Background: an optimization exercise with open tools, aiming at small area, a short achievable clock period and few clock cycles per item. Do not read the settings as production practice.
At most, simulation tests tie the RTL to the original design; equivalence was not proved.

==> module kw_unwrap, before the edit <==
module kw_unwrap (
    input  wire         clk,
    input  wire         rst,       
    input  wire         start,     
    input  wire [127:0] kek,       
    input  wire [191:0] wrapped,   
    output wire         busy,
    output wire         done,      
    output wire         ok,        
    output wire [127:0] key        
);
    localparam [63:0] KW_IV = 64'hA6A6A6A6A6A6A6A6;
    reg         busy_r;
    reg         done_r;
    reg         kexp;     
    reg         first;    
    reg         step12;   
    reg [3:0]   rnd;      
    reg [3:0]   t;        
    reg [127:0] st;       
    reg [63:0]  ro;       
    reg [127:0] rk;       
    reg [127:0] kl;       
    wire accept = start && !busy_r;
    genvar gb, gc, gr;
    wire last   = !kexp && (rnd == 4'd0);
    assign busy = busy_r;
    assign done = done_r;
    assign ok   = (st[127:64] == KW_IV);
    assign key  = {st[63:0], ro};
    wire [31:0]  w0 = rk[127:96];
    wire [31:0]  w1 = rk[95:64];
    wire [31:0]  w2 = rk[63:32];
    wire [31:0]  w3 = rk[31:0];
    wire [31:0]  v3 = w3 ^ w2;    
    wire [31:0]  v2 = w2 ^ w1;
    wire [31:0]  v1 = w1 ^ w0;
    wire [31:0]  rot = {v3[23:0], v3[31:24]};
    wire [31:0]  sw_out;
    generate
        for (gb = 0; gb < 4; gb = gb + 1) begin : g_sbox
            aes_sbox u_sbox (.a(rot[8*gb +: 8]), .y(sw_out[8*gb +: 8]));
        end
    endgenerate
    wire [9:0]   rd = {rnd == 4'd9, rnd == 4'd8, rnd == 4'd7, rnd == 4'd6, rnd == 4'd5,
                       rnd == 4'd4, rnd == 4'd3, rnd == 4'd2, rnd == 4'd1, rnd == 4'd0};
    wire [7:0]   rcon = {rd[7], rd[6], rd[5] | rd[9], rd[4] | rd[8] | rd[9],
                         rd[3] | rd[8], rd[2] | rd[9], rd[1] | rd[8] | rd[9], rd[0] | rd[8]};
    wire [31:0]  temp = sw_out ^ {rcon, 24'h000000};
    wire [31:0]  n0 = w0 ^ temp;
    wire         fin = kexp && (rnd == 4'd9);    
    wire [31:0]  n2 = v2 ^ n0;
    wire [127:0] key_step = {n0, v1 ^ (temp & {32{kexp}}), v2 ^ (n0 & {32{kexp}}),
                             v3 ^ (n2 & {32{fin}})};
    wire [127:0] key_prev = {n0, v1, v2, v3};
    wire [127:0] blk = (step12 ? {kl[127:64] ^ 64'd12, kl[63:0]}
                               : {st[127:64] ^ {60'd0, t}, ro}) ^ rk;
    wire [127:0] imc;
    generate
        for (gc = 0; gc < 4; gc = gc + 1) begin : g_imc
            aes_inv_mixcol u_imc (.c(st[32*gc +: 32]), .y(imc[32*gc +: 32]));
        end
    endgenerate
    wire [127:0] x = first ? blk : imc;
    wire [127:0] isr;
    generate
        for (gc = 0; gc < 4; gc = gc + 1) begin : g_col
            for (gr = 0; gr < 4; gr = gr + 1) begin : g_row
                assign isr[127 - 8*(gr + 4*((gc + gr) % 4)) -: 8] =
                       x[127 - 8*(gr + 4*gc) -: 8];
            end
        end
    endgenerate
    wire [127:0] isb;
    generate
        for (gb = 0; gb < 16; gb = gb + 1) begin : g_isbox
            aes_inv_sbox u_isbox (.a(isr[8*gb +: 8]), .y(isb[8*gb +: 8]));
        end
    endgenerate
    wire [127:0] ark = isb ^ key_prev;
    always @(posedge clk) begin
        if (rst) begin
            busy_r <= 1'b0;
            done_r <= 1'b0;
            kexp   <= 1'b0;
            first  <= 1'b0;
            step12 <= 1'b0;
        end else begin
            done_r <= 1'b0;
            if (accept) begin
                busy_r <= 1'b1;
                kexp   <= 1'b1;
                first  <= 1'b0;
                step12 <= 1'b1;
                rnd    <= 4'd0;
                t      <= 4'd12;
            end else if (busy_r) begin
                if (kexp) begin
                    if (rnd == 4'd9) begin
                        kexp  <= 1'b0;
                        first <= 1'b1;
                    end else begin
                        rnd <= rnd + 4'd1;
                    end
                end else begin
                    first <= (rnd == 4'd0) && (t != 4'd1);
                    if (rnd == 4'd0) begin
                        rnd    <= 4'd9;
                        t      <= t - 4'd1;
                        step12 <= 1'b0;
                        if (t == 4'd1) begin
                            busy_r <= 1'b0;
                            done_r <= 1'b1;
                        end
                    end else begin
                        rnd <= rnd - 4'd1;
                    end
                end
            end
        end
    end
    always @(posedge clk) begin
        if (accept)
            rk <= {kek[127:32], kek[63:32] ^ kek[31:0]};
        else if (last)
            rk <= kl;
        else
            rk <= key_step;
    end
    always @(posedge clk) begin
        if (accept)
            kl <= {wrapped[191:128], wrapped[63:0]};
        else if (first && step12)
            kl <= rk;
    end
    always @(posedge clk) begin
        st <= ark;
        if (accept)
            ro <= wrapped[127:64];
        else if (first && !step12)
            ro <= st[63:0];
    end
endmodule
clock: 8.0 ns
lec_check: 0
cap_margin: 20
core_margin: 2
core_utilization: 25
setup_slack_margin: 1.5
slew_margin: 20
synth_hierarchical: 1
standard.sh (not shown) runs the stock make flow with config.mk's settings and CLKGATE_MAP_FILE= SYNTH_SCRIPT=/design/flow/synth_recipe.tcl, a recipe that flattens the netlist after the stock synthesis.
==> flow/flow/run.sh <==
#!/bin/bash
# The standard layout (the standard.sh: ORFS synthesis to finish), with
# two changes in how it is made:
#  - the port buffers that global placement inserts on every input and
#    output are the smallest buffer (buf_1) instead of clkdlybuf4s50_1;
#  - clock tree synthesis inserts no dummy loads.
# ORFS writes each step's full log under orfs/logs/; make's own output goes
# to flow.log here.
set -euo pipefail
export BUFFER_PORTS_ARGS="-buffer_cell sky130_fd_sc_hd__buf_1"
export CTS_ARGS="-sink_clustering_enable -repair_clock_nets -dont_use_dummy_load"
bash standard.sh finish > flow.log 2>&1
Testbench counts at the start, summed over its fixed seeds: cycles 67,072, items 512.
Next try:
--- a/flow/design.v
+++ b/flow/design.v
@@ -132,10 +132,13 @@
     assign y = ~(a & b);
 endmodule
 module snor2 (input wire a, input wire b, output wire y);
     assign y = ~(a | b);
 endmodule
+module skx (input wire a, input wire g, input wire s, output wire y);
+    assign y = a ^ (g & s);
+endmodule
 module gf16_inv_0000_000000000 (
     input  wire [3:0] d,
     output wire [8:0] m
 );
     assign m[0] = (d[0] & d[1]) | (d[1] & ~d[3]) | (d[0] & ~d[2] & d[3]) | (d[0] & d[2] & ~d[3]);
@@ -552,16 +555,27 @@
     endgenerate
     wire [9:0]   rd = {rnd == 4'd9, rnd == 4'd8, rnd == 4'd7, rnd == 4'd6, rnd == 4'd5,
                        rnd == 4'd4, rnd == 4'd3, rnd == 4'd2, rnd == 4'd1, rnd == 4'd0};
     wire [7:0]   rcon = {rd[7], rd[6], rd[5] | rd[9], rd[4] | rd[8] | rd[9],
                          rd[3] | rd[8], rd[2] | rd[9], rd[1] | rd[8] | rd[9], rd[0] | rd[8]};
-    wire [31:0]  temp = sw_out ^ {rcon, 24'h000000};
-    wire [31:0]  n0 = w0 ^ temp;
+    wire [31:0]  rc  = {rcon, 24'h000000};
     wire         fin = kexp && (rnd == 4'd9);    
-    wire [31:0]  n2 = v2 ^ n0;
-    wire [127:0] key_step = {n0, v1 ^ (temp & {32{kexp}}), v2 ^ (n0 & {32{kexp}}),
-                             v3 ^ (n2 & {32{fin}})};
+    wire [31:0]  e0  = w0 ^ rc;
+    wire [31:0]  n0;                              
+    wire [127:0] key_step;                        
+    wire [31:0]  e1  = v1 ^ (rc & {32{kexp}});
+    wire [31:0]  e2  = v2 ^ (e0 & {32{kexp}});
+    wire [31:0]  e3  = v3 ^ ((v2 ^ e0) & {32{fin}});
+    generate
+        for (gb = 0; gb < 32; gb = gb + 1) begin : g_kstep
+            sx2 u_n0 (.a(e0[gb]), .b(sw_out[gb]), .y(n0[gb]));
+            skx u_n1 (.a(e1[gb]), .g(kexp), .s(sw_out[gb]), .y(key_step[64 + gb]));
+            skx u_n2 (.a(e2[gb]), .g(kexp), .s(sw_out[gb]), .y(key_step[32 + gb]));
+            skx u_n3 (.a(e3[gb]), .g(fin),  .s(sw_out[gb]), .y(key_step[gb]));
+        end
+    endgenerate
+    assign key_step[127:96] = n0;
     wire [127:0] key_prev = {n0, v1, v2, v3};
     wire [127:0] blk = (step12 ? {kl[127:64] ^ 64'd12, kl[63:0]}
                                : {st[127:64] ^ {60'd0, t}, ro}) ^ rk;
     wire [127:0] imc;
     generate
Outcome:
- global-route usage went down by 1.5 points
- count of clock-buffer cells in the layout goes down by 1
- design area increases by about 0.6%
- via count shrinks by 1.0%
- setup slack loses 48 ps
- cell count goes up by about 1.3%
- core utilization went down by 0.56 points
Only the layout flow was run in the second run of this note; the RTL was not checked for function there.

Starting RTL as in the previous note.
Settings: LEC_CHECK=0, CAP_MARGIN=20, CORE_MARGIN=2, CORE_UTILIZATION=25, SETUP_SLACK_MARGIN=1.75, SLEW_MARGIN=20, SYNTH_HIERARCHICAL=1; clock period 8.0 ns.
Scripts as last shown in full above: flow/flow/run.sh
The first run produced a clean layout.
Testbench counts at the start, summed over its fixed seeds: cycles 67,072, items 512.
==> next run, changes <==
--- a/flow/design.v
+++ b/flow/design.v
@@ -133,8 +133,11 @@
 endmodule
 module snor2 (input wire a, input wire b, output wire y);
     assign y = ~(a | b);
 endmodule
+module skx (input wire a, input wire g, input wire s, output wire y);
+    assign y = a ^ (g & s);
+endmodule
 module gf16_inv_0000_000000000 (
     input  wire [3:0] d,
     output wire [8:0] m
 );
@@ -553,14 +556,25 @@
     wire [9:0]   rd = {rnd == 4'd9, rnd == 4'd8, rnd == 4'd7, rnd == 4'd6, rnd == 4'd5,
                        rnd == 4'd4, rnd == 4'd3, rnd == 4'd2, rnd == 4'd1, rnd == 4'd0};
     wire [7:0]   rcon = {rd[7], rd[6], rd[5] | rd[9], rd[4] | rd[8] | rd[9],
                          rd[3] | rd[8], rd[2] | rd[9], rd[1] | rd[8] | rd[9], rd[0] | rd[8]};
-    wire [31:0]  temp = sw_out ^ {rcon, 24'h000000};
-    wire [31:0]  n0 = w0 ^ temp;
+    wire [31:0]  rc  = {rcon, 24'h000000};
     wire         fin = kexp && (rnd == 4'd9);    
-    wire [31:0]  n2 = v2 ^ n0;
-    wire [127:0] key_step = {n0, v1 ^ (temp & {32{kexp}}), v2 ^ (n0 & {32{kexp}}),
-                             v3 ^ (n2 & {32{fin}})};
+    wire [31:0]  e0  = w0 ^ rc;
+    wire [31:0]  n0;                              
+    wire [127:0] key_step;                        
+    wire [31:0]  e1  = v1 ^ (rc & {32{kexp}});
+    wire [31:0]  e2  = v2 ^ (e0 & {32{kexp}});
+    wire [31:0]  e3  = v3 ^ ((v2 ^ e0) & {32{fin}});
+    generate
+        for (gb = 0; gb < 32; gb = gb + 1) begin : g_kstep
+            sx2 u_n0 (.a(e0[gb]), .b(sw_out[gb]), .y(n0[gb]));
+            skx u_n1 (.a(e1[gb]), .g(kexp), .s(sw_out[gb]), .y(key_step[64 + gb]));
+            skx u_n2 (.a(e2[gb]), .g(kexp), .s(sw_out[gb]), .y(key_step[32 + gb]));
+            skx u_n3 (.a(e3[gb]), .g(fin),  .s(sw_out[gb]), .y(key_step[gb]));
+        end
+    endgenerate
+    assign key_step[127:96] = n0;
     wire [127:0] key_prev = {n0, v1, v2, v3};
     wire [127:0] blk = (step12 ? {kl[127:64] ^ 64'd12, kl[63:0]}
                                : {st[127:64] ^ {60'd0, t}, ro}) ^ rk;
     wire [127:0] imc;
The changed run passed the timing, design-rule and antenna checks.
Worst hold slack gets better by 0.0050 ns.
Wire length went down by a few percent.
Cell count went up slightly.
Via count went down slightly.
Global-route usage goes down by 1.6 points.
Cell area decreases slightly.
Core utilization is lower by 0.88 points.
Only the layout flow was run in the second run of this note; the RTL was not checked for function there.

[separate check: timing with driven ports]
Ports are ideal in the flow. The routed layouts listed here were re-timed in OpenROAD.
Step 1, drivers: a clkbuf_16 drives clk and a buf_2 each remaining input, both assumed.
Step 2 adds t to the input delays and takes it off the output delays; t is the mean of the earliest and latest rising clock arrival at the registers after step 1. Input paths then give back, and output paths get back, about the clock's delay inside the block.
Slacks: no drivers / after step 1 / after step 2; pairs: no drivers / after step 1.
run	shift t [ns]	slack for setup (ns)	worst hold slack (ns)	worst setup path at the end	worst data-port slew with drivers (ns)
the first run of note 1	0.768	1.744 / 1.744 / 1.744	0.479 / 0.479 / 0.479	register to register	0.16
the second run of note 1	0.769	1.696 / 1.696 / 1.696	0.541 / 0.541 / 0.541	register to register	0.28
the first run of note 2	0.775	1.942 / 1.942 / 1.942	0.532 / 0.532 / 0.532	register to register	0.16
the second run of note 2	0.765	1.774 / 1.774 / 1.774	0.537 / 0.537 / 0.537	register to register	0.26
After both steps setup and hold are still met in every run listed.
